This design comes from an exercise in tuning for small area, a short achievable clock period and few clock cycles per item on the open sky130 flow, not from production work.
The RTL was checked by simulation tests, not by an equivalence proof against the original design.
No activity file was given, so power comes from the tool's default toggle rates.

[flow/config.mk]
export PLATFORM = sky130hd
export DESIGN_NAME = se_int_lane
export DESIGN_NICKNAME = se_int_lane
export VERILOG_FILES = /design/flow/design.v
export SDC_FILE = /design/flow/constraint.sdc
export NUM_CORES = 4
export LEC_CHECK = 0
export CAP_MARGIN = 35
export CORE_MARGIN = 2
export CORE_UTILIZATION = 30
export PLACE_DENSITY = 0.5
export SLEW_MARGIN = 35
[flow/constraint.sdc]
create_clock -name core_clock -period 18.0 [get_ports {clk}]
set_input_delay 3.6000 -clock core_clock [delete_from_list [all_inputs] [get_ports {clk}]]
set_output_delay 3.6000 -clock core_clock [all_outputs]
set_load 0.01 [all_outputs]
[flow/design.v]
module se_int_lane (
    input  wire        clk,
    input  wire        rst,
    input  wire        in_valid,
    output wire        in_ready,
    input  wire [2:0]  in_kind,
    input  wire [2:0]  in_fn,
    input  wire [1:0]  in_type,
    input  wire [1:0]  in_round,
    input  wire        in_sat,
    input  wire [31:0] in_x,
    input  wire [31:0] in_y,
    input  wire [31:0] in_z,
    output wire        out_valid,
    output wire [31:0] out_result,
    output wire        out_sat
);
    localparam K_ADD = 3'd0, K_MUL = 3'd1, K_MAC = 3'd2, K_SHF = 3'd3,
               K_CMP = 3'd4, K_CVT = 3'd5;
    localparam T_INT8 = 2'd0, T_INT16 = 2'd1, T_INT32 = 2'd2;
    localparam R_RNE = 2'd0, R_RTZ = 2'd1, R_RDN = 2'd2, R_RNA = 2'd3;
    reg        rdy;              
    reg        v0;
    reg [2:0]  k0, f0;
    reg [1:0]  t0, rnd0;
    reg        sat0;
    reg [31:0] x0, y0, z0;       
    reg        fx0, fy0, fz0;    
    assign in_ready = rdy;
    wire take = in_valid & rdy;
    always @(posedge clk) begin
        if (rdy) begin
            k0   <= in_kind;
            f0   <= in_fn;
            t0   <= in_type;
            rnd0 <= in_round;
            sat0 <= in_sat;
            x0   <= in_x;
            y0   <= in_y;
            z0   <= in_z;
            fx0  <= (&in_x[31:15]) | ~(|in_x[31:15]);
            fy0  <= (&in_y[31:15]) | ~(|in_y[31:15]);
            fz0  <= (&in_z[31:15]) | ~(|in_z[31:15]);
        end
    end
    reg [31:0] xs, ys, zs, xu;
    always @* begin
        case (t0)
            T_INT8: begin
                xs = {{24{x0[7]}}, x0[7:0]};
                ys = {{24{y0[7]}}, y0[7:0]};
                zs = {{24{z0[7]}}, z0[7:0]};
                xu = {24'd0, x0[7:0]};
            end
            T_INT16: begin
                xs = {{16{x0[15]}}, x0[15:0]};
                ys = {{16{y0[15]}}, y0[15:0]};
                zs = {{16{z0[15]}}, z0[15:0]};
                xu = {16'd0, x0[15:0]};
            end
            default: begin
                xs = x0;
                ys = y0;
                zs = z0;
                xu = x0;
            end
        endcase
    end
    wire is_t32 = (t0 == T_INT32);
    wire is_mul = (k0 == K_MUL) | (k0 == K_MAC);
    wire mac1   = (k0 == K_MAC) & (f0[1:0] == 2'd1);      
    wire mac2   = (k0 == K_MAC) & (f0[1:0] == 2'd2);      
    wire [31:0] as = mac1 ? zs : xs;                      
    wire        na2 = is_t32 & ~(mac1 ? fz0 : fx0);       
    wire        nb2 = is_t32 & ~fy0;                      
    reg  [1:0] st;               
    wire       ia = na2 & st[0];
    wire       ib = na2 ? st[1] : st[0];
    wire [1:0] last_st = (na2 & nb2) ? 2'd3 : (na2 | nb2) ? 2'd1 : 2'd0;
    wire       last = ~is_mul | (st == last_st);
    wire       shift = (st != 2'd0) & ~(na2 & nb2 & (st == 2'd2));
    wire [16:0] a17 = ia ? {as[31], as[31:16]} : {~na2 & as[15], as[15:0]};
    wire [16:0] bsel = ib ? ys[31:15] : {ys[15:0], 1'b0};
    reg  [34:0] acc;             
    wire [34:0] addend0 = (k0 == K_MUL) ? 35'd0 :
                          mac1 ? {{3{xs[31]}}, xs} : {{3{zs[31]}}, zs};
    wire [34:0] addend = (st == 2'd0) ? addend0 :
                         shift ? {{16{acc[34]}}, acc[34:16]} : acc;
    wire [34:0] mac_sum;
    se_lane_mac u_mac (
        .a    (a17),
        .bsel (bsel),
        .sub  (mac2),
        .c    (addend),
        .sum  (mac_sum)
    );
    wire        addsub = ~((k0 == K_ADD) & (f0 == 3'd0));
    wire [32:0] xs33 = {xs[31], xs};
    wire [32:0] ys33 = {ys[31], ys};
    wire [32:0] sd = xs33 + (addsub ? ~ys33 : ys33) + {32'd0, addsub};
    wire        lt = sd[32];
    wire        eq = (sd == 33'd0);
    wire [4:0]  n = y0[4:0];
    wire        n_ge_w = (t0 == T_INT8)  ? (n >= 5'd8) :
                         (t0 == T_INT16) ? (n >= 5'd16) : 1'b0;
    wire [32:0] s33 = (f0[1:0] == 2'd0) ? {xs[31], xs} : {1'b0, xu};
    wire [33:0] rsh = $signed({s33, 1'b0}) >>> n;
    wire [32:0] q   = rsh[33:1];
    wire        g   = rsh[0];
    wire [31:0] below = ~(32'hFFFF_FFFF << n) >> 1;        
    wire        sticky = |(s33[31:0] & below);
    wire        sneg = s33[32];
    reg         up_sh;
    always @* begin
        case (rnd0)
            R_RNE: up_sh = g & (sticky | q[0]);
            R_RTZ: up_sh = sneg & (g | sticky);
            R_RDN: up_sh = 1'b0;
            default: up_sh = g & (sticky | ~sneg);
        endcase
        if (n_ge_w)
            up_sh = 1'b0;
    end
    wire [31:0] lsh = xs << n;
    wire [31:0] dif = {xs[31:1] ^ xs[30:0], xs[0]};       
    reg  [5:0]  wlim;
    always @* begin
        case (t0)
            T_INT8:  wlim = 6'd8;
            T_INT16: wlim = 6'd16;
            default: wlim = 6'd32;
        endcase
    end
    wire [5:0]  lo_i = wlim - {1'b0, n};                  
    wire [31:0] lmask = n_ge_w ? 32'hFFFF_FFFF : (32'hFFFF_FFFF << lo_i[4:0]);
    wire        lsh_ovf = |(dif & lmask) & ~(lo_i == 6'd32);
    reg  [34:0] alu;
    reg         alu_up;
    always @* begin
        alu    = {{3{xs[31]}}, xs};
        alu_up = 1'b0;
        case (k0)
            K_ADD: begin
                case (f0)
                    3'd0, 3'd1: alu = {{2{sd[32]}}, sd};
                    3'd2: alu = lt ? {{3{xs[31]}}, xs} : {{3{ys[31]}}, ys};
                    3'd3: alu = lt ? {{3{ys[31]}}, ys} : {{3{xs[31]}}, xs};
                    default: begin
                        alu    = lt ? ~{{2{sd[32]}}, sd} : {{2{sd[32]}}, sd};
                        alu_up = lt;
                    end
                endcase
            end
            K_SHF: begin
                if (f0[1:0] == 2'd2)
                    alu = {{3{xs[31]}}, lsh};
                else begin
                    alu    = {{2{q[32]}}, q};
                    alu_up = up_sh;
                end
            end
            K_CMP: begin
                case (f0)
                    3'd0: alu = {34'd0, eq};
                    3'd1: alu = {34'd0, ~eq};
                    3'd2: alu = {34'd0, lt};
                    3'd3: alu = {34'd0, lt | eq};
                    3'd4: alu = {34'd0, ~(lt | eq)};
                    default: alu = {34'd0, ~lt};
                endcase
            end
            default: alu = {{3{xs[31]}}, xs};
        endcase
    end
    wire fin = v0 & last;
    reg  [15:0] lo0, lo1;        
    reg  [1:0]  wt;              
    reg         f_v;
    reg  [1:0]  f_rtype;
    reg         f_sat, f_up, f_lsh, f_lovf;
    always @(posedge clk) begin
        if (rst) begin
            v0  <= 1'b0;
            rdy <= 1'b1;
            st  <= 2'd0;
        end else begin
            if (take) begin
                v0  <= 1'b1;
                st  <= 2'd0;
                rdy <= ~(((in_kind == K_MUL) | (in_kind == K_MAC)) &
                         (in_type == T_INT32));
            end else if (v0 & ~last) begin
                st  <= st + 2'd1;
                rdy <= (st + 2'd1 == last_st);
            end else begin
                v0  <= 1'b0;
                st  <= 2'd0;
                rdy <= 1'b1;
            end
        end
        acc <= is_mul ? mac_sum : alu;
        wt  <= (st == 2'd0) ? 2'd0 : wt + {1'b0, shift};
        if (shift & (wt == 2'd0))
            lo0 <= acc[15:0];
        lo1 <= acc[15:0];
        f_v     <= rst ? 1'b0 : fin;
        f_rtype <= (k0 == K_CVT) ? f0[1:0] : t0;
        f_sat   <= sat0;
        f_up    <= alu_up & ~is_mul;
        f_lsh   <= (k0 == K_SHF) & (f0[1:0] == 2'd2);
        f_lovf  <= lsh_ovf;
    end
    wire [34:0] acci = acc + {34'd0, f_up};
    wire [34:0] e_eq;
    assign e_eq[34] = 1'b1;
    genvar gi;
    generate
        for (gi = 0; gi < 34; gi = gi + 1) begin : g_eq
            assign e_eq[gi] = e_eq[gi + 1] & (acci[gi] == acci[gi + 1]);
        end
    endgenerate
    reg [31:0] wrapped;
    reg        ovf;
    always @* begin
        case (wt)
            2'd0: wrapped = acci[31:0];
            2'd1: wrapped = {acci[15:0], lo0};
            default: wrapped = {lo1, lo0};
        endcase
        case (wt)
            2'd0: begin
                case (f_rtype)
                    T_INT8:  ovf = ~e_eq[7];
                    T_INT16: ovf = ~e_eq[15];
                    default: ovf = ~e_eq[31];
                endcase
            end
            2'd1: ovf = ~e_eq[15];
            default: ovf = ~(e_eq[0] & (acci[0] == lo1[15]));
        endcase
        if (f_lsh)
            ovf = f_lovf;
    end
    wire sgn = acci[34];
    reg [31:0] fitted;
    always @* begin
        if (f_sat & ovf) begin
            case (f_rtype)
                T_INT8:  fitted = sgn ? 32'hFFFF_FF80 : 32'h0000_007F;
                T_INT16: fitted = sgn ? 32'hFFFF_8000 : 32'h0000_7FFF;
                default: fitted = sgn ? 32'h8000_0000 : 32'h7FFF_FFFF;
            endcase
        end else begin
            case (f_rtype)
                T_INT8:  fitted = {{24{wrapped[7]}}, wrapped[7:0]};
                T_INT16: fitted = {{16{wrapped[15]}}, wrapped[15:0]};
                default: fitted = wrapped;
            endcase
        end
    end
    reg        o_v;
    reg [31:0] o_res;
    reg        o_sat;
    always @(posedge clk) begin
        o_v   <= rst ? 1'b0 : f_v;
        o_res <= fitted;
        o_sat <= f_sat & ovf;
    end
    assign out_valid  = o_v;
    assign out_result = o_res;
    assign out_sat    = o_sat;
endmodule
module se_lane_mac (
    input  wire [16:0] a,
    input  wire [16:0] bsel,
    input  wire        sub,
    input  wire [34:0] c,
    output wire [34:0] sum
);
    wire one0 = bsel[1] ^ bsel[0];
    wire two0 = (bsel[2] & ~bsel[1] & ~bsel[0]) | (~bsel[2] & bsel[1] & bsel[0]);
    wire neg0 = bsel[2] ^ sub;
    wire one1 = bsel[3] ^ bsel[2];
    wire two1 = (bsel[4] & ~bsel[3] & ~bsel[2]) | (~bsel[4] & bsel[3] & bsel[2]);
    wire neg1 = bsel[4] ^ sub;
    wire one2 = bsel[5] ^ bsel[4];
    wire two2 = (bsel[6] & ~bsel[5] & ~bsel[4]) | (~bsel[6] & bsel[5] & bsel[4]);
    wire neg2 = bsel[6] ^ sub;
    wire one3 = bsel[7] ^ bsel[6];
    wire two3 = (bsel[8] & ~bsel[7] & ~bsel[6]) | (~bsel[8] & bsel[7] & bsel[6]);
    wire neg3 = bsel[8] ^ sub;
    wire one4 = bsel[9] ^ bsel[8];
    wire two4 = (bsel[10] & ~bsel[9] & ~bsel[8]) | (~bsel[10] & bsel[9] & bsel[8]);
    wire neg4 = bsel[10] ^ sub;
    wire one5 = bsel[11] ^ bsel[10];
    wire two5 = (bsel[12] & ~bsel[11] & ~bsel[10]) | (~bsel[12] & bsel[11] & bsel[10]);
    wire neg5 = bsel[12] ^ sub;
    wire one6 = bsel[13] ^ bsel[12];
    wire two6 = (bsel[14] & ~bsel[13] & ~bsel[12]) | (~bsel[14] & bsel[13] & bsel[12]);
    wire neg6 = bsel[14] ^ sub;
    wire one7 = bsel[15] ^ bsel[14];
    wire two7 = (bsel[16] & ~bsel[15] & ~bsel[14]) | (~bsel[16] & bsel[15] & bsel[14]);
    wire neg7 = bsel[16] ^ sub;
    wire pp0_0 = (one0 & a[0]) ^ neg0;
    wire pp0_1 = ((one0 & a[1]) | (two0 & a[0])) ^ neg0;
    wire pp0_2 = ((one0 & a[2]) | (two0 & a[1])) ^ neg0;
    wire pp0_3 = ((one0 & a[3]) | (two0 & a[2])) ^ neg0;
    wire pp0_4 = ((one0 & a[4]) | (two0 & a[3])) ^ neg0;
    wire pp0_5 = ((one0 & a[5]) | (two0 & a[4])) ^ neg0;
    wire pp0_6 = ((one0 & a[6]) | (two0 & a[5])) ^ neg0;
    wire pp0_7 = ((one0 & a[7]) | (two0 & a[6])) ^ neg0;
    wire pp0_8 = ((one0 & a[8]) | (two0 & a[7])) ^ neg0;
    wire pp0_9 = ((one0 & a[9]) | (two0 & a[8])) ^ neg0;
    wire pp0_10 = ((one0 & a[10]) | (two0 & a[9])) ^ neg0;
    wire pp0_11 = ((one0 & a[11]) | (two0 & a[10])) ^ neg0;
    wire pp0_12 = ((one0 & a[12]) | (two0 & a[11])) ^ neg0;
    wire pp0_13 = ((one0 & a[13]) | (two0 & a[12])) ^ neg0;
    wire pp0_14 = ((one0 & a[14]) | (two0 & a[13])) ^ neg0;
    wire pp0_15 = ((one0 & a[15]) | (two0 & a[14])) ^ neg0;
    wire pp0_16 = ((one0 & a[16]) | (two0 & a[15])) ^ neg0;
    wire pp0_17 = ~(((one0 & a[16]) | (two0 & a[16])) ^ neg0);
    wire pp1_0 = (one1 & a[0]) ^ neg1;
    wire pp1_1 = ((one1 & a[1]) | (two1 & a[0])) ^ neg1;
    wire pp1_2 = ((one1 & a[2]) | (two1 & a[1])) ^ neg1;
    wire pp1_3 = ((one1 & a[3]) | (two1 & a[2])) ^ neg1;
    wire pp1_4 = ((one1 & a[4]) | (two1 & a[3])) ^ neg1;
    wire pp1_5 = ((one1 & a[5]) | (two1 & a[4])) ^ neg1;
    wire pp1_6 = ((one1 & a[6]) | (two1 & a[5])) ^ neg1;
    wire pp1_7 = ((one1 & a[7]) | (two1 & a[6])) ^ neg1;
    wire pp1_8 = ((one1 & a[8]) | (two1 & a[7])) ^ neg1;
    wire pp1_9 = ((one1 & a[9]) | (two1 & a[8])) ^ neg1;
    wire pp1_10 = ((one1 & a[10]) | (two1 & a[9])) ^ neg1;
    wire pp1_11 = ((one1 & a[11]) | (two1 & a[10])) ^ neg1;
    wire pp1_12 = ((one1 & a[12]) | (two1 & a[11])) ^ neg1;
    wire pp1_13 = ((one1 & a[13]) | (two1 & a[12])) ^ neg1;
    wire pp1_14 = ((one1 & a[14]) | (two1 & a[13])) ^ neg1;
    wire pp1_15 = ((one1 & a[15]) | (two1 & a[14])) ^ neg1;
    wire pp1_16 = ((one1 & a[16]) | (two1 & a[15])) ^ neg1;
    wire pp1_17 = ~(((one1 & a[16]) | (two1 & a[16])) ^ neg1);
    wire pp2_0 = (one2 & a[0]) ^ neg2;
    wire pp2_1 = ((one2 & a[1]) | (two2 & a[0])) ^ neg2;
    wire pp2_2 = ((one2 & a[2]) | (two2 & a[1])) ^ neg2;
    wire pp2_3 = ((one2 & a[3]) | (two2 & a[2])) ^ neg2;
    wire pp2_4 = ((one2 & a[4]) | (two2 & a[3])) ^ neg2;
    wire pp2_5 = ((one2 & a[5]) | (two2 & a[4])) ^ neg2;
    wire pp2_6 = ((one2 & a[6]) | (two2 & a[5])) ^ neg2;
    wire pp2_7 = ((one2 & a[7]) | (two2 & a[6])) ^ neg2;
    wire pp2_8 = ((one2 & a[8]) | (two2 & a[7])) ^ neg2;
    wire pp2_9 = ((one2 & a[9]) | (two2 & a[8])) ^ neg2;
    wire pp2_10 = ((one2 & a[10]) | (two2 & a[9])) ^ neg2;
    wire pp2_11 = ((one2 & a[11]) | (two2 & a[10])) ^ neg2;
    wire pp2_12 = ((one2 & a[12]) | (two2 & a[11])) ^ neg2;
    wire pp2_13 = ((one2 & a[13]) | (two2 & a[12])) ^ neg2;
    wire pp2_14 = ((one2 & a[14]) | (two2 & a[13])) ^ neg2;
    wire pp2_15 = ((one2 & a[15]) | (two2 & a[14])) ^ neg2;
    wire pp2_16 = ((one2 & a[16]) | (two2 & a[15])) ^ neg2;
    wire pp2_17 = ~(((one2 & a[16]) | (two2 & a[16])) ^ neg2);
    wire pp3_0 = (one3 & a[0]) ^ neg3;
    wire pp3_1 = ((one3 & a[1]) | (two3 & a[0])) ^ neg3;
    wire pp3_2 = ((one3 & a[2]) | (two3 & a[1])) ^ neg3;
    wire pp3_3 = ((one3 & a[3]) | (two3 & a[2])) ^ neg3;
    wire pp3_4 = ((one3 & a[4]) | (two3 & a[3])) ^ neg3;
    wire pp3_5 = ((one3 & a[5]) | (two3 & a[4])) ^ neg3;
    wire pp3_6 = ((one3 & a[6]) | (two3 & a[5])) ^ neg3;
    wire pp3_7 = ((one3 & a[7]) | (two3 & a[6])) ^ neg3;
    wire pp3_8 = ((one3 & a[8]) | (two3 & a[7])) ^ neg3;
    wire pp3_9 = ((one3 & a[9]) | (two3 & a[8])) ^ neg3;
    wire pp3_10 = ((one3 & a[10]) | (two3 & a[9])) ^ neg3;
    wire pp3_11 = ((one3 & a[11]) | (two3 & a[10])) ^ neg3;
    wire pp3_12 = ((one3 & a[12]) | (two3 & a[11])) ^ neg3;
    wire pp3_13 = ((one3 & a[13]) | (two3 & a[12])) ^ neg3;
    wire pp3_14 = ((one3 & a[14]) | (two3 & a[13])) ^ neg3;
    wire pp3_15 = ((one3 & a[15]) | (two3 & a[14])) ^ neg3;
    wire pp3_16 = ((one3 & a[16]) | (two3 & a[15])) ^ neg3;
    wire pp3_17 = ~(((one3 & a[16]) | (two3 & a[16])) ^ neg3);
    wire pp4_0 = (one4 & a[0]) ^ neg4;
    wire pp4_1 = ((one4 & a[1]) | (two4 & a[0])) ^ neg4;
    wire pp4_2 = ((one4 & a[2]) | (two4 & a[1])) ^ neg4;
    wire pp4_3 = ((one4 & a[3]) | (two4 & a[2])) ^ neg4;
    wire pp4_4 = ((one4 & a[4]) | (two4 & a[3])) ^ neg4;
    wire pp4_5 = ((one4 & a[5]) | (two4 & a[4])) ^ neg4;
    wire pp4_6 = ((one4 & a[6]) | (two4 & a[5])) ^ neg4;
    wire pp4_7 = ((one4 & a[7]) | (two4 & a[6])) ^ neg4;
    wire pp4_8 = ((one4 & a[8]) | (two4 & a[7])) ^ neg4;
    wire pp4_9 = ((one4 & a[9]) | (two4 & a[8])) ^ neg4;
    wire pp4_10 = ((one4 & a[10]) | (two4 & a[9])) ^ neg4;
    wire pp4_11 = ((one4 & a[11]) | (two4 & a[10])) ^ neg4;
    wire pp4_12 = ((one4 & a[12]) | (two4 & a[11])) ^ neg4;
    wire pp4_13 = ((one4 & a[13]) | (two4 & a[12])) ^ neg4;
    wire pp4_14 = ((one4 & a[14]) | (two4 & a[13])) ^ neg4;
    wire pp4_15 = ((one4 & a[15]) | (two4 & a[14])) ^ neg4;
    wire pp4_16 = ((one4 & a[16]) | (two4 & a[15])) ^ neg4;
    wire pp4_17 = ~(((one4 & a[16]) | (two4 & a[16])) ^ neg4);
    wire pp5_0 = (one5 & a[0]) ^ neg5;
    wire pp5_1 = ((one5 & a[1]) | (two5 & a[0])) ^ neg5;
    wire pp5_2 = ((one5 & a[2]) | (two5 & a[1])) ^ neg5;
    wire pp5_3 = ((one5 & a[3]) | (two5 & a[2])) ^ neg5;
    wire pp5_4 = ((one5 & a[4]) | (two5 & a[3])) ^ neg5;
    wire pp5_5 = ((one5 & a[5]) | (two5 & a[4])) ^ neg5;
    wire pp5_6 = ((one5 & a[6]) | (two5 & a[5])) ^ neg5;
    wire pp5_7 = ((one5 & a[7]) | (two5 & a[6])) ^ neg5;
    wire pp5_8 = ((one5 & a[8]) | (two5 & a[7])) ^ neg5;
    wire pp5_9 = ((one5 & a[9]) | (two5 & a[8])) ^ neg5;
    wire pp5_10 = ((one5 & a[10]) | (two5 & a[9])) ^ neg5;
    wire pp5_11 = ((one5 & a[11]) | (two5 & a[10])) ^ neg5;
    wire pp5_12 = ((one5 & a[12]) | (two5 & a[11])) ^ neg5;
    wire pp5_13 = ((one5 & a[13]) | (two5 & a[12])) ^ neg5;
    wire pp5_14 = ((one5 & a[14]) | (two5 & a[13])) ^ neg5;
    wire pp5_15 = ((one5 & a[15]) | (two5 & a[14])) ^ neg5;
    wire pp5_16 = ((one5 & a[16]) | (two5 & a[15])) ^ neg5;
    wire pp5_17 = ~(((one5 & a[16]) | (two5 & a[16])) ^ neg5);
    wire pp6_0 = (one6 & a[0]) ^ neg6;
    wire pp6_1 = ((one6 & a[1]) | (two6 & a[0])) ^ neg6;
    wire pp6_2 = ((one6 & a[2]) | (two6 & a[1])) ^ neg6;
    wire pp6_3 = ((one6 & a[3]) | (two6 & a[2])) ^ neg6;
    wire pp6_4 = ((one6 & a[4]) | (two6 & a[3])) ^ neg6;
    wire pp6_5 = ((one6 & a[5]) | (two6 & a[4])) ^ neg6;
    wire pp6_6 = ((one6 & a[6]) | (two6 & a[5])) ^ neg6;
    wire pp6_7 = ((one6 & a[7]) | (two6 & a[6])) ^ neg6;
    wire pp6_8 = ((one6 & a[8]) | (two6 & a[7])) ^ neg6;
    wire pp6_9 = ((one6 & a[9]) | (two6 & a[8])) ^ neg6;
    wire pp6_10 = ((one6 & a[10]) | (two6 & a[9])) ^ neg6;
    wire pp6_11 = ((one6 & a[11]) | (two6 & a[10])) ^ neg6;
    wire pp6_12 = ((one6 & a[12]) | (two6 & a[11])) ^ neg6;
    wire pp6_13 = ((one6 & a[13]) | (two6 & a[12])) ^ neg6;
    wire pp6_14 = ((one6 & a[14]) | (two6 & a[13])) ^ neg6;
    wire pp6_15 = ((one6 & a[15]) | (two6 & a[14])) ^ neg6;
    wire pp6_16 = ((one6 & a[16]) | (two6 & a[15])) ^ neg6;
    wire pp6_17 = ~(((one6 & a[16]) | (two6 & a[16])) ^ neg6);
    wire pp7_0 = (one7 & a[0]) ^ neg7;
    wire pp7_1 = ((one7 & a[1]) | (two7 & a[0])) ^ neg7;
    wire pp7_2 = ((one7 & a[2]) | (two7 & a[1])) ^ neg7;
    wire pp7_3 = ((one7 & a[3]) | (two7 & a[2])) ^ neg7;
    wire pp7_4 = ((one7 & a[4]) | (two7 & a[3])) ^ neg7;
    wire pp7_5 = ((one7 & a[5]) | (two7 & a[4])) ^ neg7;
    wire pp7_6 = ((one7 & a[6]) | (two7 & a[5])) ^ neg7;
    wire pp7_7 = ((one7 & a[7]) | (two7 & a[6])) ^ neg7;
    wire pp7_8 = ((one7 & a[8]) | (two7 & a[7])) ^ neg7;
    wire pp7_9 = ((one7 & a[9]) | (two7 & a[8])) ^ neg7;
    wire pp7_10 = ((one7 & a[10]) | (two7 & a[9])) ^ neg7;
    wire pp7_11 = ((one7 & a[11]) | (two7 & a[10])) ^ neg7;
    wire pp7_12 = ((one7 & a[12]) | (two7 & a[11])) ^ neg7;
    wire pp7_13 = ((one7 & a[13]) | (two7 & a[12])) ^ neg7;
    wire pp7_14 = ((one7 & a[14]) | (two7 & a[13])) ^ neg7;
    wire pp7_15 = ((one7 & a[15]) | (two7 & a[14])) ^ neg7;
    wire pp7_16 = ((one7 & a[16]) | (two7 & a[15])) ^ neg7;
    wire pp7_17 = ~(((one7 & a[16]) | (two7 & a[16])) ^ neg7);
    wire t0 = pp0_14 ^ pp1_12;
    wire t1 = pp0_14 & pp1_12;
    wire t2 = pp0_15 ^ pp1_13;
    wire t3 = pp0_15 & pp1_13;
    wire t4 = pp0_16 ^ pp1_14;
    wire t5 = pp0_16 & pp1_14;
    wire t6 = pp0_17 ^ pp1_15 ^ pp2_13;
    wire t7 = (pp0_17 & pp1_15) | (pp0_17 & pp2_13) | (pp1_15 & pp2_13);
    wire t8 = pp1_16 ^ pp2_14;
    wire t9 = pp1_16 & pp2_14;
    wire t10 = pp0_8 ^ pp1_6;
    wire t11 = pp0_8 & pp1_6;
    wire t12 = pp0_9 ^ pp1_7;
    wire t13 = pp0_9 & pp1_7;
    wire t14 = pp0_10 ^ pp1_8 ^ pp2_6;
    wire t15 = (pp0_10 & pp1_8) | (pp0_10 & pp2_6) | (pp1_8 & pp2_6);
    wire t16 = pp3_4 ^ pp4_2;
    wire t17 = pp3_4 & pp4_2;
    wire t18 = pp0_11 ^ pp1_9 ^ pp2_7;
    wire t19 = (pp0_11 & pp1_9) | (pp0_11 & pp2_7) | (pp1_9 & pp2_7);
    wire t20 = pp3_5 ^ pp4_3;
    wire t21 = pp3_5 & pp4_3;
    wire t22 = pp0_12 ^ pp1_10 ^ pp2_8;
    wire t23 = (pp0_12 & pp1_10) | (pp0_12 & pp2_8) | (pp1_10 & pp2_8);
    wire t24 = pp3_6 ^ pp4_4 ^ pp5_2;
    wire t25 = (pp3_6 & pp4_4) | (pp3_6 & pp5_2) | (pp4_4 & pp5_2);
    wire t26 = pp6_0 ^ neg6;
    wire t27 = pp6_0 & neg6;
    wire t28 = pp0_13 ^ pp1_11 ^ pp2_9;
    wire t29 = (pp0_13 & pp1_11) | (pp0_13 & pp2_9) | (pp1_11 & pp2_9);
    wire t30 = pp3_7 ^ pp4_5 ^ pp5_3;
    wire t31 = (pp3_7 & pp4_5) | (pp3_7 & pp5_3) | (pp4_5 & pp5_3);
    wire t32 = pp6_1 ^ c[13];
    wire t33 = pp6_1 & c[13];
    wire t34 = t0 ^ pp2_10 ^ pp3_8;
    wire t35 = (t0 & pp2_10) | (t0 & pp3_8) | (pp2_10 & pp3_8);
    wire t36 = pp4_6 ^ pp5_4 ^ pp6_2;
    wire t37 = (pp4_6 & pp5_4) | (pp4_6 & pp6_2) | (pp5_4 & pp6_2);
    wire t38 = pp7_0 ^ neg7 ^ c[14];
    wire t39 = (pp7_0 & neg7) | (pp7_0 & c[14]) | (neg7 & c[14]);
    wire t40 = t2 ^ pp2_11 ^ pp3_9;
    wire t41 = (t2 & pp2_11) | (t2 & pp3_9) | (pp2_11 & pp3_9);
    wire t42 = pp4_7 ^ pp5_5 ^ pp6_3;
    wire t43 = (pp4_7 & pp5_5) | (pp4_7 & pp6_3) | (pp5_5 & pp6_3);
    wire t44 = pp7_1 ^ c[15] ^ t1;
    wire t45 = (pp7_1 & c[15]) | (pp7_1 & t1) | (c[15] & t1);
    wire t46 = t4 ^ pp2_12 ^ pp3_10;
    wire t47 = (t4 & pp2_12) | (t4 & pp3_10) | (pp2_12 & pp3_10);
    wire t48 = pp4_8 ^ pp5_6 ^ pp6_4;
    wire t49 = (pp4_8 & pp5_6) | (pp4_8 & pp6_4) | (pp5_6 & pp6_4);
    wire t50 = pp7_2 ^ c[16] ^ t3;
    wire t51 = (pp7_2 & c[16]) | (pp7_2 & t3) | (c[16] & t3);
    wire t52 = t6 ^ pp3_11 ^ pp4_9;
    wire t53 = (t6 & pp3_11) | (t6 & pp4_9) | (pp3_11 & pp4_9);
    wire t54 = pp5_7 ^ pp6_5 ^ pp7_3;
    wire t55 = (pp5_7 & pp6_5) | (pp5_7 & pp7_3) | (pp6_5 & pp7_3);
    wire t56 = c[17] ^ 1'b1 ^ t5;
    wire t57 = (c[17] & 1'b1) | (c[17] & t5) | (1'b1 & t5);
    wire t58 = t8 ^ pp3_12 ^ pp4_10;
    wire t59 = (t8 & pp3_12) | (t8 & pp4_10) | (pp3_12 & pp4_10);
    wire t60 = pp5_8 ^ pp6_6 ^ pp7_4;
    wire t61 = (pp5_8 & pp6_6) | (pp5_8 & pp7_4) | (pp6_6 & pp7_4);
    wire t62 = c[18] ^ 1'b1 ^ t7;
    wire t63 = (c[18] & 1'b1) | (c[18] & t7) | (1'b1 & t7);
    wire t64 = pp1_17 ^ pp2_15 ^ pp3_13;
    wire t65 = (pp1_17 & pp2_15) | (pp1_17 & pp3_13) | (pp2_15 & pp3_13);
    wire t66 = pp4_11 ^ pp5_9 ^ pp6_7;
    wire t67 = (pp4_11 & pp5_9) | (pp4_11 & pp6_7) | (pp5_9 & pp6_7);
    wire t68 = pp7_5 ^ c[19] ^ t9;
    wire t69 = (pp7_5 & c[19]) | (pp7_5 & t9) | (c[19] & t9);
    wire t70 = pp2_16 ^ pp3_14 ^ pp4_12;
    wire t71 = (pp2_16 & pp3_14) | (pp2_16 & pp4_12) | (pp3_14 & pp4_12);
    wire t72 = pp5_10 ^ pp6_8 ^ pp7_6;
    wire t73 = (pp5_10 & pp6_8) | (pp5_10 & pp7_6) | (pp6_8 & pp7_6);
    wire t74 = c[20] ^ 1'b1;
    wire t75 = c[20] & 1'b1;
    wire t76 = pp2_17 ^ pp3_15 ^ pp4_13;
    wire t77 = (pp2_17 & pp3_15) | (pp2_17 & pp4_13) | (pp3_15 & pp4_13);
    wire t78 = pp5_11 ^ pp6_9 ^ pp7_7;
    wire t79 = (pp5_11 & pp6_9) | (pp5_11 & pp7_7) | (pp6_9 & pp7_7);
    wire t80 = pp3_16 ^ pp4_14 ^ pp5_12;
    wire t81 = (pp3_16 & pp4_14) | (pp3_16 & pp5_12) | (pp4_14 & pp5_12);
    wire t82 = pp6_10 ^ pp7_8;
    wire t83 = pp6_10 & pp7_8;
    wire t84 = pp3_17 ^ pp4_15 ^ pp5_13;
    wire t85 = (pp3_17 & pp4_15) | (pp3_17 & pp5_13) | (pp4_15 & pp5_13);
    wire t86 = pp4_16 ^ pp5_14;
    wire t87 = pp4_16 & pp5_14;
    wire t88 = pp0_4 ^ pp1_2;
    wire t89 = pp0_4 & pp1_2;
    wire t90 = pp0_5 ^ pp1_3;
    wire t91 = pp0_5 & pp1_3;
    wire t92 = pp0_6 ^ pp1_4 ^ pp2_2;
    wire t93 = (pp0_6 & pp1_4) | (pp0_6 & pp2_2) | (pp1_4 & pp2_2);
    wire t94 = pp3_0 ^ neg3;
    wire t95 = pp3_0 & neg3;
    wire t96 = pp0_7 ^ pp1_5 ^ pp2_3;
    wire t97 = (pp0_7 & pp1_5) | (pp0_7 & pp2_3) | (pp1_5 & pp2_3);
    wire t98 = pp3_1 ^ c[7];
    wire t99 = pp3_1 & c[7];
    wire t100 = t10 ^ pp2_4 ^ pp3_2;
    wire t101 = (t10 & pp2_4) | (t10 & pp3_2) | (pp2_4 & pp3_2);
    wire t102 = pp4_0 ^ neg4 ^ c[8];
    wire t103 = (pp4_0 & neg4) | (pp4_0 & c[8]) | (neg4 & c[8]);
    wire t104 = t12 ^ pp2_5 ^ pp3_3;
    wire t105 = (t12 & pp2_5) | (t12 & pp3_3) | (pp2_5 & pp3_3);
    wire t106 = pp4_1 ^ c[9] ^ t11;
    wire t107 = (pp4_1 & c[9]) | (pp4_1 & t11) | (c[9] & t11);
    wire t108 = t14 ^ t16 ^ pp5_0;
    wire t109 = (t14 & t16) | (t14 & pp5_0) | (t16 & pp5_0);
    wire t110 = neg5 ^ c[10] ^ t13;
    wire t111 = (neg5 & c[10]) | (neg5 & t13) | (c[10] & t13);
    wire t112 = t18 ^ t20 ^ pp5_1;
    wire t113 = (t18 & t20) | (t18 & pp5_1) | (t20 & pp5_1);
    wire t114 = c[11] ^ t15 ^ t17;
    wire t115 = (c[11] & t15) | (c[11] & t17) | (t15 & t17);
    wire t116 = t22 ^ t24 ^ t26;
    wire t117 = (t22 & t24) | (t22 & t26) | (t24 & t26);
    wire t118 = c[12] ^ t19 ^ t21;
    wire t119 = (c[12] & t19) | (c[12] & t21) | (t19 & t21);
    wire t120 = t28 ^ t30 ^ t32;
    wire t121 = (t28 & t30) | (t28 & t32) | (t30 & t32);
    wire t122 = t23 ^ t25 ^ t27;
    wire t123 = (t23 & t25) | (t23 & t27) | (t25 & t27);
    wire t124 = t34 ^ t36 ^ t38;
    wire t125 = (t34 & t36) | (t34 & t38) | (t36 & t38);
    wire t126 = t29 ^ t31 ^ t33;
    wire t127 = (t29 & t31) | (t29 & t33) | (t31 & t33);
    wire t128 = t40 ^ t42 ^ t44;
    wire t129 = (t40 & t42) | (t40 & t44) | (t42 & t44);
    wire t130 = t35 ^ t37 ^ t39;
    wire t131 = (t35 & t37) | (t35 & t39) | (t37 & t39);
    wire t132 = t46 ^ t48 ^ t50;
    wire t133 = (t46 & t48) | (t46 & t50) | (t48 & t50);
    wire t134 = t41 ^ t43 ^ t45;
    wire t135 = (t41 & t43) | (t41 & t45) | (t43 & t45);
    wire t136 = t52 ^ t54 ^ t56;
    wire t137 = (t52 & t54) | (t52 & t56) | (t54 & t56);
    wire t138 = t47 ^ t49 ^ t51;
    wire t139 = (t47 & t49) | (t47 & t51) | (t49 & t51);
    wire t140 = t58 ^ t60 ^ t62;
    wire t141 = (t58 & t60) | (t58 & t62) | (t60 & t62);
    wire t142 = t53 ^ t55 ^ t57;
    wire t143 = (t53 & t55) | (t53 & t57) | (t55 & t57);
    wire t144 = t64 ^ t66 ^ t68;
    wire t145 = (t64 & t66) | (t64 & t68) | (t66 & t68);
    wire t146 = t59 ^ t61 ^ t63;
    wire t147 = (t59 & t61) | (t59 & t63) | (t61 & t63);
    wire t148 = t70 ^ t72 ^ t74;
    wire t149 = (t70 & t72) | (t70 & t74) | (t72 & t74);
    wire t150 = t65 ^ t67 ^ t69;
    wire t151 = (t65 & t67) | (t65 & t69) | (t67 & t69);
    wire t152 = t76 ^ t78 ^ c[21];
    wire t153 = (t76 & t78) | (t76 & c[21]) | (t78 & c[21]);
    wire t154 = t71 ^ t73 ^ t75;
    wire t155 = (t71 & t73) | (t71 & t75) | (t73 & t75);
    wire t156 = t80 ^ t82 ^ c[22];
    wire t157 = (t80 & t82) | (t80 & c[22]) | (t82 & c[22]);
    wire t158 = 1'b1 ^ t77 ^ t79;
    wire t159 = (1'b1 & t77) | (1'b1 & t79) | (t77 & t79);
    wire t160 = t84 ^ pp6_11 ^ pp7_9;
    wire t161 = (t84 & pp6_11) | (t84 & pp7_9) | (pp6_11 & pp7_9);
    wire t162 = c[23] ^ t81 ^ t83;
    wire t163 = (c[23] & t81) | (c[23] & t83) | (t81 & t83);
    wire t164 = t86 ^ pp6_12 ^ pp7_10;
    wire t165 = (t86 & pp6_12) | (t86 & pp7_10) | (pp6_12 & pp7_10);
    wire t166 = c[24] ^ 1'b1 ^ t85;
    wire t167 = (c[24] & 1'b1) | (c[24] & t85) | (1'b1 & t85);
    wire t168 = pp4_17 ^ pp5_15 ^ pp6_13;
    wire t169 = (pp4_17 & pp5_15) | (pp4_17 & pp6_13) | (pp5_15 & pp6_13);
    wire t170 = pp7_11 ^ c[25] ^ t87;
    wire t171 = (pp7_11 & c[25]) | (pp7_11 & t87) | (c[25] & t87);
    wire t172 = pp5_16 ^ pp6_14 ^ pp7_12;
    wire t173 = (pp5_16 & pp6_14) | (pp5_16 & pp7_12) | (pp6_14 & pp7_12);
    wire t174 = c[26] ^ 1'b1;
    wire t175 = c[26] & 1'b1;
    wire t176 = pp5_17 ^ pp6_15 ^ pp7_13;
    wire t177 = (pp5_17 & pp6_15) | (pp5_17 & pp7_13) | (pp6_15 & pp7_13);
    wire t178 = pp6_16 ^ pp7_14;
    wire t179 = pp6_16 & pp7_14;
    wire t180 = pp0_2 ^ pp1_0;
    wire t181 = pp0_2 & pp1_0;
    wire t182 = pp0_3 ^ pp1_1;
    wire t183 = pp0_3 & pp1_1;
    wire t184 = t88 ^ pp2_0 ^ neg2;
    wire t185 = (t88 & pp2_0) | (t88 & neg2) | (pp2_0 & neg2);
    wire t186 = t90 ^ pp2_1 ^ c[5];
    wire t187 = (t90 & pp2_1) | (t90 & c[5]) | (pp2_1 & c[5]);
    wire t188 = t92 ^ t94 ^ c[6];
    wire t189 = (t92 & t94) | (t92 & c[6]) | (t94 & c[6]);
    wire t190 = t96 ^ t98 ^ t93;
    wire t191 = (t96 & t98) | (t96 & t93) | (t98 & t93);
    wire t192 = t100 ^ t102 ^ t97;
    wire t193 = (t100 & t102) | (t100 & t97) | (t102 & t97);
    wire t194 = t104 ^ t106 ^ t101;
    wire t195 = (t104 & t106) | (t104 & t101) | (t106 & t101);
    wire t196 = t108 ^ t110 ^ t105;
    wire t197 = (t108 & t110) | (t108 & t105) | (t110 & t105);
    wire t198 = t112 ^ t114 ^ t109;
    wire t199 = (t112 & t114) | (t112 & t109) | (t114 & t109);
    wire t200 = t116 ^ t118 ^ t113;
    wire t201 = (t116 & t118) | (t116 & t113) | (t118 & t113);
    wire t202 = t120 ^ t122 ^ t117;
    wire t203 = (t120 & t122) | (t120 & t117) | (t122 & t117);
    wire t204 = t124 ^ t126 ^ t121;
    wire t205 = (t124 & t126) | (t124 & t121) | (t126 & t121);
    wire t206 = t128 ^ t130 ^ t125;
    wire t207 = (t128 & t130) | (t128 & t125) | (t130 & t125);
    wire t208 = t132 ^ t134 ^ t129;
    wire t209 = (t132 & t134) | (t132 & t129) | (t134 & t129);
    wire t210 = t136 ^ t138 ^ t133;
    wire t211 = (t136 & t138) | (t136 & t133) | (t138 & t133);
    wire t212 = t140 ^ t142 ^ t137;
    wire t213 = (t140 & t142) | (t140 & t137) | (t142 & t137);
    wire t214 = t144 ^ t146 ^ t141;
    wire t215 = (t144 & t146) | (t144 & t141) | (t146 & t141);
    wire t216 = t148 ^ t150 ^ t145;
    wire t217 = (t148 & t150) | (t148 & t145) | (t150 & t145);
    wire t218 = t152 ^ t154 ^ t149;
    wire t219 = (t152 & t154) | (t152 & t149) | (t154 & t149);
    wire t220 = t156 ^ t158 ^ t153;
    wire t221 = (t156 & t158) | (t156 & t153) | (t158 & t153);
    wire t222 = t160 ^ t162 ^ t157;
    wire t223 = (t160 & t162) | (t160 & t157) | (t162 & t157);
    wire t224 = t164 ^ t166 ^ t161;
    wire t225 = (t164 & t166) | (t164 & t161) | (t166 & t161);
    wire t226 = t168 ^ t170 ^ t165;
    wire t227 = (t168 & t170) | (t168 & t165) | (t170 & t165);
    wire t228 = t172 ^ t174 ^ t169;
    wire t229 = (t172 & t174) | (t172 & t169) | (t174 & t169);
    wire t230 = t176 ^ c[27] ^ t173;
    wire t231 = (t176 & c[27]) | (t176 & t173) | (c[27] & t173);
    wire t232 = t178 ^ c[28] ^ 1'b1;
    wire t233 = (t178 & c[28]) | (t178 & 1'b1) | (c[28] & 1'b1);
    wire t234 = pp6_17 ^ pp7_15 ^ c[29];
    wire t235 = (pp6_17 & pp7_15) | (pp6_17 & c[29]) | (pp7_15 & c[29]);
    wire t236 = pp7_16 ^ c[30];
    wire t237 = pp7_16 & c[30];
    wire t238 = pp0_0 ^ neg0;
    wire t239 = pp0_0 & neg0;
    wire t240 = pp0_1 ^ c[1];
    wire t241 = pp0_1 & c[1];
    wire t242 = t180 ^ neg1 ^ c[2];
    wire t243 = (t180 & neg1) | (t180 & c[2]) | (neg1 & c[2]);
    wire t244 = t182 ^ c[3] ^ t181;
    wire t245 = (t182 & c[3]) | (t182 & t181) | (c[3] & t181);
    wire t246 = t184 ^ c[4] ^ t183;
    wire t247 = (t184 & c[4]) | (t184 & t183) | (c[4] & t183);
    wire t248 = t186 ^ t89 ^ t185;
    wire t249 = (t186 & t89) | (t186 & t185) | (t89 & t185);
    wire t250 = t188 ^ t91 ^ t187;
    wire t251 = (t188 & t91) | (t188 & t187) | (t91 & t187);
    wire t252 = t190 ^ t95 ^ t189;
    wire t253 = (t190 & t95) | (t190 & t189) | (t95 & t189);
    wire t254 = t192 ^ t99 ^ t191;
    wire t255 = (t192 & t99) | (t192 & t191) | (t99 & t191);
    wire t256 = t194 ^ t103 ^ t193;
    wire t257 = (t194 & t103) | (t194 & t193) | (t103 & t193);
    wire t258 = t196 ^ t107 ^ t195;
    wire t259 = (t196 & t107) | (t196 & t195) | (t107 & t195);
    wire t260 = t198 ^ t111 ^ t197;
    wire t261 = (t198 & t111) | (t198 & t197) | (t111 & t197);
    wire t262 = t200 ^ t115 ^ t199;
    wire t263 = (t200 & t115) | (t200 & t199) | (t115 & t199);
    wire t264 = t202 ^ t119 ^ t201;
    wire t265 = (t202 & t119) | (t202 & t201) | (t119 & t201);
    wire t266 = t204 ^ t123 ^ t203;
    wire t267 = (t204 & t123) | (t204 & t203) | (t123 & t203);
    wire t268 = t206 ^ t127 ^ t205;
    wire t269 = (t206 & t127) | (t206 & t205) | (t127 & t205);
    wire t270 = t208 ^ t131 ^ t207;
    wire t271 = (t208 & t131) | (t208 & t207) | (t131 & t207);
    wire t272 = t210 ^ t135 ^ t209;
    wire t273 = (t210 & t135) | (t210 & t209) | (t135 & t209);
    wire t274 = t212 ^ t139 ^ t211;
    wire t275 = (t212 & t139) | (t212 & t211) | (t139 & t211);
    wire t276 = t214 ^ t143 ^ t213;
    wire t277 = (t214 & t143) | (t214 & t213) | (t143 & t213);
    wire t278 = t216 ^ t147 ^ t215;
    wire t279 = (t216 & t147) | (t216 & t215) | (t147 & t215);
    wire t280 = t218 ^ t151 ^ t217;
    wire t281 = (t218 & t151) | (t218 & t217) | (t151 & t217);
    wire t282 = t220 ^ t155 ^ t219;
    wire t283 = (t220 & t155) | (t220 & t219) | (t155 & t219);
    wire t284 = t222 ^ t159 ^ t221;
    wire t285 = (t222 & t159) | (t222 & t221) | (t159 & t221);
    wire t286 = t224 ^ t163 ^ t223;
    wire t287 = (t224 & t163) | (t224 & t223) | (t163 & t223);
    wire t288 = t226 ^ t167 ^ t225;
    wire t289 = (t226 & t167) | (t226 & t225) | (t167 & t225);
    wire t290 = t228 ^ t171 ^ t227;
    wire t291 = (t228 & t171) | (t228 & t227) | (t171 & t227);
    wire t292 = t230 ^ t175 ^ t229;
    wire t293 = (t230 & t175) | (t230 & t229) | (t175 & t229);
    wire t294 = t232 ^ t177 ^ t231;
    wire t295 = (t232 & t177) | (t232 & t231) | (t177 & t231);
    wire t296 = t234 ^ t179 ^ t233;
    wire t297 = (t234 & t179) | (t234 & t233) | (t179 & t233);
    wire t298 = t236 ^ 1'b1 ^ t235;
    wire t299 = (t236 & 1'b1) | (t236 & t235) | (1'b1 & t235);
    wire t300 = pp7_17 ^ c[31] ^ t237;
    wire t301 = (pp7_17 & c[31]) | (pp7_17 & t237) | (c[31] & t237);
    wire t302 = c[32] ^ 1'b1;
    wire t303 = c[32] & 1'b1;
    wire t304 = c[33] ^ 1'b1;
    wire t305 = c[33] & 1'b1;
    wire t306 = c[34] ^ 1'b1;
    wire t307 = c[34] & 1'b1;
    wire [34:0] ra = {t306, t304, t302, t300, t298, t296, t294, t292, t290, t288, t286, t284, t282, t280, t278, t276, t274, t272, t270, t268, t266, t264, t262, t260, t258, t256, t254, t252, t250, t248, t246, t244, t242, t240, t238};
    wire [34:0] rb = {t305, t303, t301, t299, t297, t295, t293, t291, t289, t287, t285, t283, t281, t279, t277, t275, t273, t271, t269, t267, t265, t263, t261, t259, t257, t255, t253, t251, t249, t247, t245, t243, t241, t239, c[0]};
    assign sum = ra + rb;
endmodule
[flow/run.sh]
#!/bin/bash
# synth_recipe.tcl (not shown) runs the flow's synth.tcl, then flattens the netlist and writes it again
# the make line also repeats each setting of config.mk as NAME=value (left out here)
make -C /OpenROAD-flow-scripts/flow DESIGN_CONFIG=/design/flow/config.mk WORK_HOME=/design/flow/orfs CLKGATE_MAP_FILE= SYNTH_SCRIPT=/design/flow/synth_recipe.tcl finish
==> run summary <==
==> registers in the layout, summed over array words and instances, names as in the netlist, 2 cells and up <==
signal   flops
lo0         16
y0          32
f_rtype      2
t0           2
f0           3
acc         35
o_res       32
rnd0         2
k0           3
st           2
x0          32
z0          32
wt           2
lo1         16
==> path summary, 6_finish.rpt <==
kind | end | start
setup / recovery | acc[27] | f0[1]
setup reg to reg | acc[27] | f0[1]
hold reg to reg | f_sat | sat0
hold / removal | f_sat | sat0
==> power groups by stage <==
stage	sequential [uW]	clock (uW)	combinational [uW]
5_1_grt	815	655	6600
2_1_floorplan	739	0	4090
6_report	807	623	6120
3_3_place_gp	810	0	5990
4_1_cts	800	638	6020
3_5_place_dp	811	0	5980
==> final cells by class <==
class	count	area share (%)
clock inverters	13	0.399
diodes	1	0.00775
well taps	1254	4.86
repair buffers	253	7.03
multi-input cells	2836	64.6
flip-flops and latches	224	17.8
inverters	216	2.51
clock buffers	41	2.75
==> cell usage after synthesis, types with 26 or more instances <==
library cell and count:
a22oi_1 62, a211oi_1 56, nand4_1 43, nor2_1 252, nand3_1 60, edfxtp_1 126
and2_1 31, fa_1 120, mux2i_1 122, buf_1 28, buf_2 41, ha_1 110
inv_1 205, o21a_1 27, nand2_1 316, o21ai_0 267, mux4_2 27, a21o_1 43
xnor2_1 206, o211ai_1 35, o22ai_1 114, dfxtp_1 98, xor2_1 118, nand2b_1 26
clkbuf_1 169, nor3_1 67, a21oi_1 319
==> through the flow <==
stage          cells  util (%)  total power [uW]
4_1_cts         4837      34.5              7460
2_1_floorplan   3532         -              4830
5_1_grt         4837      34.5              8070
3_5_place_dp    4783      33.4              6790
3_3_place_gp    4780      33.3              6800
6_report        4838      34.5              7550
==> metal layers <==
| layer | part of all wire (%) | vias up | GRT usage (%) |
|---|---|---|---|
| li1 | - | 12864 | - |
| met1 | 42 | 13674 | 35.7 |
| met2 | 43 | 1507 | 40.8 |
| met3 | 8.9 | 339 | 4.23 |
| met4 | 5.7 | 2 | 13.0 |
| met5 | 0.0098 | - | 0 |
==> placed cells by master (no fill, tap or decap), types with 11 or more instances in the layout <==
cell,count
nand2_1,314
a21oi_1,314
o21ai_0,265
nor2_1,250
inv_1,204
xnor2_1,204
clkdlybuf4s50_1,144
edfxtp_1,126
fa_1,120
xor2_1,118
mux2i_1,118
o22ai_1,114
ha_1,110
buf_4,107
dfxtp_1,97
nor3_1,67
a22oi_1,62
nand3_1,60
a211oi_1,53
nand4_1,43
a21o_1,43
o211ai_1,35
clkbuf_16,33
and2_1,31
o21a_1,27
mux4_2,27
nand2b_1,26
and3_1,24
mux2_2,23
nor4_1,22
a31oi_1,21
nor2b_1,20
or2_2,19
or3_1,17
a221oi_1,17
o31ai_1,16
a211o_1,15
o221ai_1,15
o2111ai_1,12
a2111oi_0,11
==> critical path, delay by kind of cell (launching register included) <==
kind	cells	cell delay, ns
adder cells (fa/ha/maj)	6	2.50
AND/OR/NAND/NOR	3	0.96
flip-flops	1	0.37
XOR/XNOR	2	0.33
multiplexers	3	0.95
buffers and inverters	5	1.46
AO/OA/AOI/OAI	12	3.28
==> cell families (layout without fill, tap and decap cells) <==
kind of cell | Yosys count | after routing | share of synthesized area (%)
compound gates | 1146 | 1146 | 25.5
xor+xnor | 334 | 334 | 10.6
fa+ha+maj | 231 | 231 | 13.3
buf+inv | 472 | 523 | 6.82
flops | 224 | 224 | 20.2
mux | 178 | 178 | 7.71
other cells | 0 | 1 | 0
simple gates | 947 | 947 | 15.8
==> results.py <==
metrics = {
    "status": {
        "outcome": "complete, no violations",
    },
    "critical_path": {
        "cp-start-kind": "flop",
        "cp_slowest_cell": "o21ai_2",
        "worstSetupPathType": "reg2reg",
        "crit_fanout": 40,
        "cp_common_cell": "fa_1",
        "r2r_cells": 31,
        "endpoint_kind": "flop",
        "critPathRequiredTime_ns": 18.50,
        "slowest_delay_ns": 0.71,
        "ff2ff_setup_slack_ns": 7.97,
        "crit_arrival_ns": 10.52,
    },
    "sta": {
        "setup_violations": 0,
        "worst_pin_slew_ns": 0.993,
        "skew_ns": 0.0328,
        "setup_ws_ns": 7.97,
        "tns_ns": 0,
        "rsz0062_at_grt": "no",
        "hold_slack_ns": 0.341,
        "finalHoldViolCount": 0,
        "period_share_pct": 55.7,
        "min_period_ns": 10.03,
        "slew_headroom_pct": 33.8,
        "timing.fmax_mhz": 99.7,
        "drv_slew": 0,
    },
    "route": {
        "ant_nets": 0,
        "wl_per_cell_um": 27.5,
        "vias_per_cell": 5.87,
        "drtIter0Drc": 3710,
        "vias": 28386,
        "routed_wl_mm": 133,
        "drt_first_pass_iters": 6,
        "drc": 0,
    },
    "min_path": {
        "hold_path.class": "reg2reg",
        "hold_depth": 0,
    },
    "synthesis": {
        "synth_top_cell_area_share_pct": 13.3,
        "ys_seq_elements": 224,
        "synthFlopType": "edfxtp_1",
        "yosys_warnings": 1,
        "synth_area_per_cell_sq_um": 8.04,
        "syn_area_sq_um": 28400,
        "synthArstFlopShare_pct": 0,
        "ys_types": 106,
        "synth_edf_count": 126,
        "synth_fp_nets": 3872,
        "yosysTopAreaCell": "edfxtp_1",
        "ys_top_cells_by_area": "edfxtp_1 (13%), fa_1 (8.5%), dfxtp_1 (6.9%), xnor2_1 (6.4%), a21oi_1 (5.6%)",
        "synthCells": 3532,
        "synth_seq_area_share_pct": 20.2,
    },
    "clock_network": {
        "clk-insertion-delay-late_ns": 0.63,
        "root_buffer": "clkbuf_16",
        "holdBufCountCts": 0,
        "numCtsBuffers": 29,
        "cts_resized": 0,
        "cts.sinks": 224,
        "cts_max_level": 1,
        "cts_tree": "yes",
        "post_cts_buffers": 0,
        "clk_path_buf_depth": 3,
        "clk_pin_slew_ns": 0.07,
    },
    "global_route": {
        "grt_pass1_wl_mm": 191,
        "grt_max_degree": 65,
        "first_global_vias": 27022,
        "grt.total_usage_pct": 26.4,
        "antenna_found_initial": 3,
        "gr-total-overflow": 0,
    },
    "pwr": {
        "p_seq_share_pct": 10.7,
        "switching_power_uw": 4210,
        "p_comb_share_pct": 81.1,
        "p_leak_uw": 0.0125,
        "clockPowerShare_pct": 8.3,
        "vdd_drop_max_mv": 0.433,
        "p_int_uw": 3340,
        "power_density_nw_per_um2": 234,
        "swShare_pct": 55.8,
    },
    "finish": {
        "drive_gt1_share_pct": 8.68,
        "fin_nets": 3900,
        "syn2layout_area_growth_pct": 13.7,
        "multi_input_area_sq_um": 20900,
        "seqCellArea_sq_um": 5750,
        "fin_area_sq_um": 32300,
        "fillers": 10135,
    },
    "die": {
        "die_area_sq_um": 97100,
        "coreArea_sq_um": 93600,
        "start_util_pct": 30.3,
        "row_count": 112,
        "ios": 145,
        "fp.dieH_um": 312,
        "die_w_um": 312,
    },
    "placement": {
        "gp_congestion": 1.02,
        "place_ws_ns": 8.19,
        "place_hpwl_mm": 102,
        "placedInstanceArea_sq_um": 31200,
        "port_buffers": 144,
    },
    "job": {
        "maxCapViolations": 0,
    },
}
Testbench counts, summed over its fixed seeds: cycles 40,019, items 32,000.

[static timing again, ports no longer ideal]
In the flow no input, the clock included, has a driving cell. The finished layout below was timed again as built, in two steps.
Step 1 (the two cells are an assumption about what drives the block):
set clk [get_ports {clk}]
set_driving_cell -lib_cell sky130_fd_sc_hd__clkbuf_16 $clk
set_driving_cell -lib_cell sky130_fd_sc_hd__buf_2 [delete_from_list [all_inputs] $clk]
Step 2 adds t to the input delays and takes it off the output delays; t is the mean of the earliest and latest rising clock arrival at the registers after step 1. Input paths then give back, and output paths get back, about the clock's delay inside the block.
a / b / c = ideal / step 1 / step 2; a / b = the first two.
t (ns): 0.675
setup WS [ns]: 7.974 / 7.974 / 7.974
clock arrival spread, ns: 0.034 / 0.034
After both steps setup and hold are still met in this run. For this run, drivers alone change the setup slack by 0.000 ns; drivers and shift together by 0.000 ns.
